Background: an optimization exercise with open tools, aiming at small area and a short achievable clock period. Do not read the settings as production practice.
Function was checked by simulation only, so behaviour that the tests miss may differ from the original.
Power is estimated from default activity; no workload was simulated.

==> run a <==
Design tt_fpu, start of the top module:
module tt_fpu (
    input             clk,
    input             rst,
    input             in_valid,
    input      [3:0]  in_op,
    input      [2:0]  in_cond,
    input             in_pred,
    input      [31:0] in_a,
    input      [31:0] in_b,
    input      [31:0] in_d,
    output reg        out_valid,
    output reg [31:0] out_result,
    output reg [3:0]  out_flags
);
clock: 25.0 ns
lec_check: 0
abc_clock_period_in_ps: 20000
cap_margin: 20
core_margin: 2
core_utilization: 62
cts_cluster_diameter: 100
cts_cluster_size: 32
place_density: 0.7
slew_margin: 20
standard.sh (not shown) runs the stock make flow with config.mk's settings and CLKGATE_MAP_FILE= SYNTH_SCRIPT=/design/flow/synth_recipe.tcl, a recipe that flattens the netlist after the stock synthesis.
==> flow/flow/run.sh <==
#!/bin/bash
# Layout flow: the standard layout (standard synthesis, same settings),
# with two changes to how the layout is made:
#  - timing repair aims for a setup slack of SETUP_MARGIN ns at the design's
#    clock period, so the repair steps size up and buffer the critical paths
#    (the clock period and constraints are unchanged);
#  - the port buffers are sky130_fd_sc_hd__buf_2 cells instead of the
#    default choice (a delay buffer).
# Each tool's full output goes to standard.log in the work folder.
set -euo pipefail
SETUP_MARGIN=19.6
bash standard.sh "SETUP_SLACK_MARGIN=${SETUP_MARGIN}" \
    "BUFFER_PORTS_ARGS=-buffer_cell sky130_fd_sc_hd__buf_2" \
    finish > standard.log 2>&1
==> run b (differences from run a) <==
--- a/flow/design.v
+++ b/flow/design.v
@@ -70,48 +70,67 @@
     wire a_nan  = a_max && !a_fz;
     wire b_nan  = y_max && !y_fz;
     wire a_snan = a_nan && !a0[22];
     wire b_snan = b_nan && !y0[22];
     wire b_zero = y_zero;
-    wire sa = a0[31];
-    wire sb = b0[31];
-    wire is_minmax = (op0 == OP_FMIN) || (op0 == OP_FMAX);
-    wire is_absneg = (op0 == OP_FABS) || (op0 == OP_FNEG);
-    wire is_cmp    = (op0 == OP_FCMP);
-    wire is_sel    = (op0 == OP_FSEL);
+    wire [31:0] a_fl = a_zero ? {a0[31], 31'd0} : a0;
+    wire [31:0] b_fl = b_zero ? {b0[31], 31'd0} : b0;
+    wire mag_lt = (a_fl[30:0] <  b_fl[30:0]);
+    wire mag_eq = (a_fl[30:0] == b_fl[30:0]);
     wire both_zero = a_zero && b_zero;
-    wire mag_lt = !both_zero && (a0[30:0] <  b0[30:0]);
-    wire mag_eq =  both_zero || (a0[30:0] == b0[30:0]);
-    wire key_lt = (sa != sb) ? sa : (sa ? (!mag_lt && !mag_eq) : mag_lt);
-    wire key_eq = (sa == sb) && mag_eq;
-    wire cmp_eq = both_zero || key_eq;
-    wire cmp_lt = !cmp_eq && key_lt;
-    reg  cmp_bit;
+    wire key_lt = (a_fl[31] != b_fl[31]) ? a_fl[31] :
+                  (a_fl[31] ? (!mag_lt && !mag_eq) : mag_lt);
+    wire key_eq = (a_fl[31] == b_fl[31]) && mag_eq;
+    reg [31:0] sp_res;
+    reg [3:0]  sp_flags;
+    reg        cmp_bit;
+    wire       cmp_eq = both_zero || key_eq;
+    wire       cmp_lt = !cmp_eq && key_lt;
     always @* begin
+        cmp_bit = 1'b0;
         case (cond0)
             3'd0:    cmp_bit = cmp_eq;
             3'd1:    cmp_bit = !cmp_eq;
             3'd2:    cmp_bit = cmp_lt;
             3'd3:    cmp_bit = !cmp_lt;
             default: cmp_bit = 1'b0;
         endcase
+        sp_res   = 32'd0;
+        sp_flags = 4'd0;
+        case (op0)
+            OP_FMIN, OP_FMAX: begin
+                sp_flags = (a_snan || b_snan) ? F_INVALID : 4'd0;
+                if (a_nan && b_nan)
+                    sp_res = QNAN;
+                else if (a_nan)
+                    sp_res = b_fl;
+                else if (b_nan)
+                    sp_res = a_fl;
+                else if (op0[0])    
+                    sp_res = (!key_lt) ? a_fl : b_fl;
+                else
+                    sp_res = (key_lt || key_eq) ? a_fl : b_fl;
+            end
+            OP_FABS, OP_FNEG: begin
+                if (a_nan)
+                    sp_res = QNAN;
+                else
+                    sp_res = {(op0[0] ? ~a_fl[31] : 1'b0), a_fl[30:0]};
+            end
+            OP_FCMP: begin
+                if (a_nan || b_nan) begin
+                    sp_res   = {31'd0, (cond0 == 3'd1) || (cond0 == 3'd4)};
+                    sp_flags = (a_snan || b_snan || cond0 == 3'd2 || cond0 == 3'd3) ? F_INVALID : 4'd0;
+                end else begin
+                    sp_res   = {31'd0, cmp_bit};
+                end
+            end
+            default: begin    
+                sp_res = pred0 ? a0 : b0;
+            end
+        endcase
     end
-    wire cmp_res = (a_nan || b_nan) ? ((cond0 == 3'd1) || (cond0 == 3'd4)) : cmp_bit;
-    wire cmp_inv = (a_nan || b_nan) && (a_snan || b_snan || cond0 == 3'd2 || cond0 == 3'd3);
-    wire mm_a = b_nan || (!a_nan && (op0[0] ? !key_lt : (key_lt || key_eq)));
-    wire sel_a = (is_minmax && !a_nan && mm_a) || (is_absneg && !a_nan) || (is_sel && pred0);
-    wire sel_b = (is_minmax && !b_nan && !mm_a) || (is_sel && !pred0);
-    wire sel_q = (is_minmax && a_nan && b_nan) || (is_absneg && a_nan);
-    wire keep_a = is_sel || !a_zero;
-    wire keep_b = is_sel || !b_zero;
-    wire sign_a = is_absneg ? (op0[0] && !sa) : sa;
-    wire [31:0] sp_res = {(sel_a && sign_a) || (sel_b && sb),
-                          ((sel_a && keep_a) ? a0[30:0] : 31'd0) |
-                          ((sel_b && keep_b) ? b0[30:0] : 31'd0) |
-                          (sel_q ? QNAN[30:0] : 31'd0) |
-                          {30'd0, is_cmp && cmp_res}};
-    wire [3:0]  sp_flags = ((is_minmax && (a_snan || b_snan)) || (is_cmp && cmp_inv)) ? F_INVALID : 4'd0;
     wire z_zero = is_fmul || (ez == 8'h00);
     wire z_inf  = !is_fmul && z_max && z_fz;
     wire z_nan  = !is_fmul && z_max && !z_fz;
     wire x_inf  = a_max && a_fz;
     wire y_inf  = y_max && y_fz;
@@ -169,11 +188,11 @@
     end
     wire al_st = !clamp && (sh_big ? (mz != 24'd0) : al_lo);
     wire [74:0] aw_p = al_w |
                      {74'd0, al_st} |
                      (is_cvti ? {43'd0, a0} : 75'd0) |
-                     {39'd0, sp_flags, sp_res};
+                     ((is_fma || is_cvti || is_cvtf) ? 75'd0 : {39'd0, sp_flags, sp_res});
     wire sub_p = is_fma ? (zs != ps) : cvti_neg;
     wire signed [10:0] ew0 = is_cvti ? 11'sd0 :
                              clamp ? ($signed({3'd0, ez}) - 11'sd201) :
                                      ($signed({3'd0, ea}) + $signed({3'd0, ey}) - 11'sd301);
     wire cf_nan = a_nan;
@@ -246,17 +265,11 @@
         cf_sat2   <= cf_sat1;
     end
     wire [6:0] lz;
     wire       nz;
     lzc128 u_lzc (.x({mag2, 53'd0}), .cnt(lz), .any(nz));
-    wire [74:0] n6 = lz[6] ? {mag2[10:0], 64'd0} : mag2;
-    wire [74:0] n5 = lz[5] ? {n6[42:0], 32'd0} : n6;
-    wire [74:0] n4 = lz[4] ? {n5[58:0], 16'd0} : n5;
-    wire [74:0] n3 = lz[3] ? {n4[66:0], 8'd0} : n4;
-    wire [74:0] n2 = lz[2] ? {n3[70:0], 4'd0} : n3;
-    wire [74:0] n1 = lz[1] ? {n2[72:0], 2'd0} : n2;
-    wire [74:0] norm = lz[0] ? {n1[73:0], 1'd0} : n1;
+    wire [74:0] norm = mag2 << lz;
     wire [74:0] hi_or;    
     genvar q;
     generate
         for (q = 0; q < 75; q = q + 1) begin : ho
             assign hi_or[q] = |mag2[74:q];
==> flow/run.sh (new file) <==
#!/bin/bash
# synth_recipe.tcl (not shown) runs the flow's synth.tcl, then flattens the netlist and writes it again
# the make line also repeats each setting of config.mk as NAME=value (left out here)
make -C /OpenROAD-flow-scripts/flow DESIGN_CONFIG=/design/flow/config.mk WORK_HOME=/design/flow/orfs CLKGATE_MAP_FILE= SYNTH_SCRIPT=/design/flow/synth_recipe.tcl finish
==> flow/config.mk (replaced) <==
export PLATFORM = sky130hd
export DESIGN_NAME = tt_fpu
export DESIGN_NICKNAME = tt_fpu
export VERILOG_FILES = /design/flow/design.v
export SDC_FILE = /design/flow/constraint.sdc
export NUM_CORES = 4
export LEC_CHECK = 0
export ABC_CLOCK_PERIOD_IN_PS = 20000
export CAP_MARGIN = 20
export CORE_MARGIN = 2
export CORE_UTILIZATION = 55
export PLACE_DENSITY = 0.65
export SETUP_SLACK_MARGIN = 1.0
export SLEW_MARGIN = 20
removed: flow/flow/run.sh
removed: flow/standard.sh
==> run c (differences from run a) <==
--- a/flow/design.v
+++ b/flow/design.v
@@ -31,15 +31,18 @@
     localparam [31:0] QNAN = 32'h7FC0_0000;
     localparam [1:0] K_ARITH = 2'd0;    
     localparam [1:0] K_CVTF  = 2'd1;    
     localparam [1:0] K_SIMPLE = 2'd2;   
     wire in_addsub = (in_op == OP_FADD) || (in_op == OP_FSUB);
+    wire in_fma    = in_addsub || (in_op == OP_FMUL) || (in_op == OP_FMA) || (in_op == OP_FMS);
+    wire in_use_p  = in_fma && (in_a[30:23] != 8'h00) && (in_addsub || (in_b[30:23] != 8'h00));
     reg        v0;
     reg [3:0]  op0;
     reg [2:0]  cond0;
     reg        pred0;
     reg [31:0] a0, y0, z0;
+    reg        up0;
     always @(posedge clk) begin
         if (rst)
             v0 <= 1'b0;
         else
             v0 <= in_valid;
@@ -47,10 +50,11 @@
         cond0 <= in_cond;
         pred0 <= in_pred;
         a0    <= in_a;
         y0    <= in_addsub ? 32'h3F80_0000 : in_b;
         z0    <= in_addsub ? in_b : in_d;
+        up0   <= in_use_p;
     end
     wire is_fma   = (op0 == OP_FADD) || (op0 == OP_FSUB) || (op0 == OP_FMUL) ||
                     (op0 == OP_FMA) || (op0 == OP_FMS);
     wire is_cvti  = (op0 == OP_FCVTI);
     wire is_cvtf  = (op0 == OP_FCVTF);
@@ -136,12 +140,11 @@
         end else if (z_inf) begin
             spec = 2'd2; spec_s = zs;
         end
     end
     wire [47:0] pr_s, pr_c;
-    mul24cs u_mul (.x({1'b1, a0[22:0]}), .y({1'b1, y0[22:0]}), .s(pr_s), .c(pr_c));
-    wire use_p = is_fma && !p_zero;
+    mul24cs u_mul (.x({1'b1, a0[22:0]}), .y({up0, y0[22:0] & {23{up0}}}), .s(pr_s), .c(pr_c));
     wire cvti_neg = is_cvti && a0[31];
     wire [10:0] t1 = {3'd0, ea};
     wire [10:0] t2 = {3'd0, ey};
     wire [10:0] t3 = ~{3'd0, ez};
     wire [10:0] t4 = 11'd1949;    
@@ -171,19 +174,24 @@
     wire [74:0] aw_p = al_w |
                      {74'd0, al_st} |
                      (is_cvti ? {43'd0, a0} : 75'd0) |
                      {39'd0, sp_flags, sp_res};
     wire sub_p = is_fma ? (zs != ps) : cvti_neg;
+    wire [75:0] r_s = {27'd0, pr_s | {16'd0, cvti_neg, 31'd0}, 1'b0};
+    wire [75:0] r_c = {27'd0, pr_c, 1'b0};
+    wire [75:0] r_z = {sub_p, sub_p ? ~aw_p : aw_p};
+    wire [75:0] cs_s = r_s ^ r_c ^ r_z;
+    wire [75:0] cs_c = {(r_s[74:0] & r_c[74:0]) | (r_s[74:0] & r_z[74:0]) | (r_c[74:0] & r_z[74:0]), 1'b0};
     wire signed [10:0] ew0 = is_cvti ? 11'sd0 :
                              clamp ? ($signed({3'd0, ez}) - 11'sd201) :
                                      ($signed({3'd0, ea}) + $signed({3'd0, ey}) - 11'sd301);
     wire cf_nan = a_nan;
     wire cf_sat = !a_nan && ((ea > 8'd158) || ((ea == 8'd158) && (!a0[31] || !a_fz)));
     reg        v1;
     reg [1:0]  kind1;
-    reg [47:0] ps1r, pc1r;
-    reg [74:0] aw1;     
+    reg [75:0] cs1;     
+    reg [49:2] cc1;     
     reg        sub1;
     reg        zs1, ps1, zsps1;
     reg signed [10:0] ew1;
     reg [1:0]  spec1;
     reg        spec_s1, spec_inv1;
@@ -192,13 +200,12 @@
         if (rst)
             v1 <= 1'b0;
         else
             v1 <= v0;
         kind1     <= (is_fma || is_cvti) ? K_ARITH : (is_cvtf ? K_CVTF : K_SIMPLE);
-        ps1r      <= use_p ? pr_s : {16'd0, cvti_neg, 31'd0};
-        pc1r      <= use_p ? pr_c : 48'd0;
-        aw1       <= sub_p ? ~aw_p : aw_p;
+        cs1       <= cs_s;
+        cc1       <= cs_c[49:2];
         sub1      <= sub_p;
         zs1       <= is_cvti ? a0[31] : zs;
         ps1       <= is_cvti ? a0[31] : ps;
         zsps1     <= is_cvti ? 1'b0 : (zs && ps);
         ew1       <= ew0;
@@ -207,18 +214,13 @@
         spec_inv1 <= spec_inv;
         cf_s1     <= a0[31];
         cf_nan1   <= cf_nan;
         cf_sat1   <= cf_sat;
     end
-    wire [75:0] r_s = {27'd0, ps1r, 1'b0};
-    wire [75:0] r_c = {27'd0, pc1r, 1'b0};
-    wire [75:0] r_z = {sub1, aw1};
-    wire [75:0] cs_s = r_s ^ r_c ^ r_z;
-    wire [75:0] cs_c = {(r_s[74:0] & r_c[74:0]) | (r_s[74:0] & r_z[74:0]) | (r_c[74:0] & r_z[74:0]), 1'b0};
     wire [75:0] sum;
     wire        cout;
-    eac76 u_add (.a(cs_s), .b(cs_c), .eac(sub1), .s(sum), .cout(cout));
+    eac76 u_add (.a(cs1), .b({26'd0, cc1, 2'd0}), .eac(sub1), .s(sum), .cout(cout));
     wire        neg = sub1 && !cout;
     wire [74:0] mag = sum[74:0];
     wire        rs  = neg ? zs1 : ps1;
     reg        v2;
     reg [1:0]  kind2;
--- a/flow/flow/run.sh
+++ b/flow/flow/run.sh
@@ -6,9 +6,9 @@
 #    (the clock period and constraints are unchanged);
 #  - the port buffers are sky130_fd_sc_hd__buf_2 cells instead of the
 #    default choice (a delay buffer).
 # Each tool's full output goes to standard.log in the work folder.
 set -euo pipefail
-SETUP_MARGIN=19.6
+SETUP_MARGIN=19.0
 bash standard.sh "SETUP_SLACK_MARGIN=${SETUP_MARGIN}" \
     "BUFFER_PORTS_ARGS=-buffer_cell sky130_fd_sc_hd__buf_2" \
     finish > standard.log 2>&1
--- a/flow/config.mk
+++ b/flow/config.mk
@@ -8,8 +8,8 @@
 export ABC_CLOCK_PERIOD_IN_PS = 20000
 export CAP_MARGIN = 20
 export CORE_MARGIN = 2
 export CORE_UTILIZATION = 62
 export CTS_CLUSTER_DIAMETER = 100
-export CTS_CLUSTER_SIZE = 32
+export CTS_CLUSTER_SIZE = 20
 export PLACE_DENSITY = 0.7
 export SLEW_MARGIN = 20
==> comparison table <==
| quantity | run a | run b | run c |
|---|---|---|---|
| Number of DRC violations after detailed-routing iteration 0 | 5,346 | 4,697 | 5,653 |
| Number of vias in the routed layout | 40,770 | 42,210 | 40,270 |
| Clock tree buffer count of the final layout | 28 | 69 | 31 |
| ANT cells | 4 | 2 | 10 |
| TritonCTS buffer count | 25 | 54 | 29 |
| Overall power after layout | 5.339 mW | 6.416 mW | 4.447 mW |
| RePlAce Congestion | 1.047 | 1.094 | 1.085 |
| Non-clock inverter instance count of the final layout | 760 | 743 | 695 |
| Fraction of the yosys area taken by sequential cells | 21.04% | 19.89% | 19.62% |
| Die extent in y | 274.6 um | 299.4 um | 270.7 um |
| Compound-cell area share of the yosys netlist | 14.38% | 13.55% | 14.44% |
| Share of synthesized area spent on multiplexers | 3.487% | 8.020% | 4.328% |
| Ratio of routed vias to standard cells | 6.494 | 6.307 | 6.666 |
| Result of the run | finished clean | finished clean | finished clean |

separate check: timing with driven ports:
The results above use ideal ports. As a check the final layouts listed here were re-extracted and re-timed, cells and wires unchanged. Step 1 sets driving cells, clkbuf_16 on the clock port and buf_2 on the other inputs (assumed; they add their load-dependent delay and slew). Step 2 times the ports against the registers' clock, not the clock port: input delays grow and output delays shrink by t, the midpoint of the rising clock arrivals with the driver on. Three values: ideal ports, drivers, drivers and shift; two values: the first two.
| run | shift t [ns] | setup slack, ns | latest minus earliest clock arrival (ns) |
|---|---|---|---|
| run a | 0.704 | 18.918 / 18.842 / 18.553 | 0.052 / 0.052 |
| run b | 0.700 | 18.437 / 18.367 / 18.224 | 0.075 / 0.074 |
| run c | 0.690 | 18.934 / 18.859 / 18.576 | 0.027 / 0.027 |
After both steps every run listed still meets setup and hold. The setup slack of run a, which loses most, moves by -0.076 ns with the drivers and by -0.365 ns with both steps.
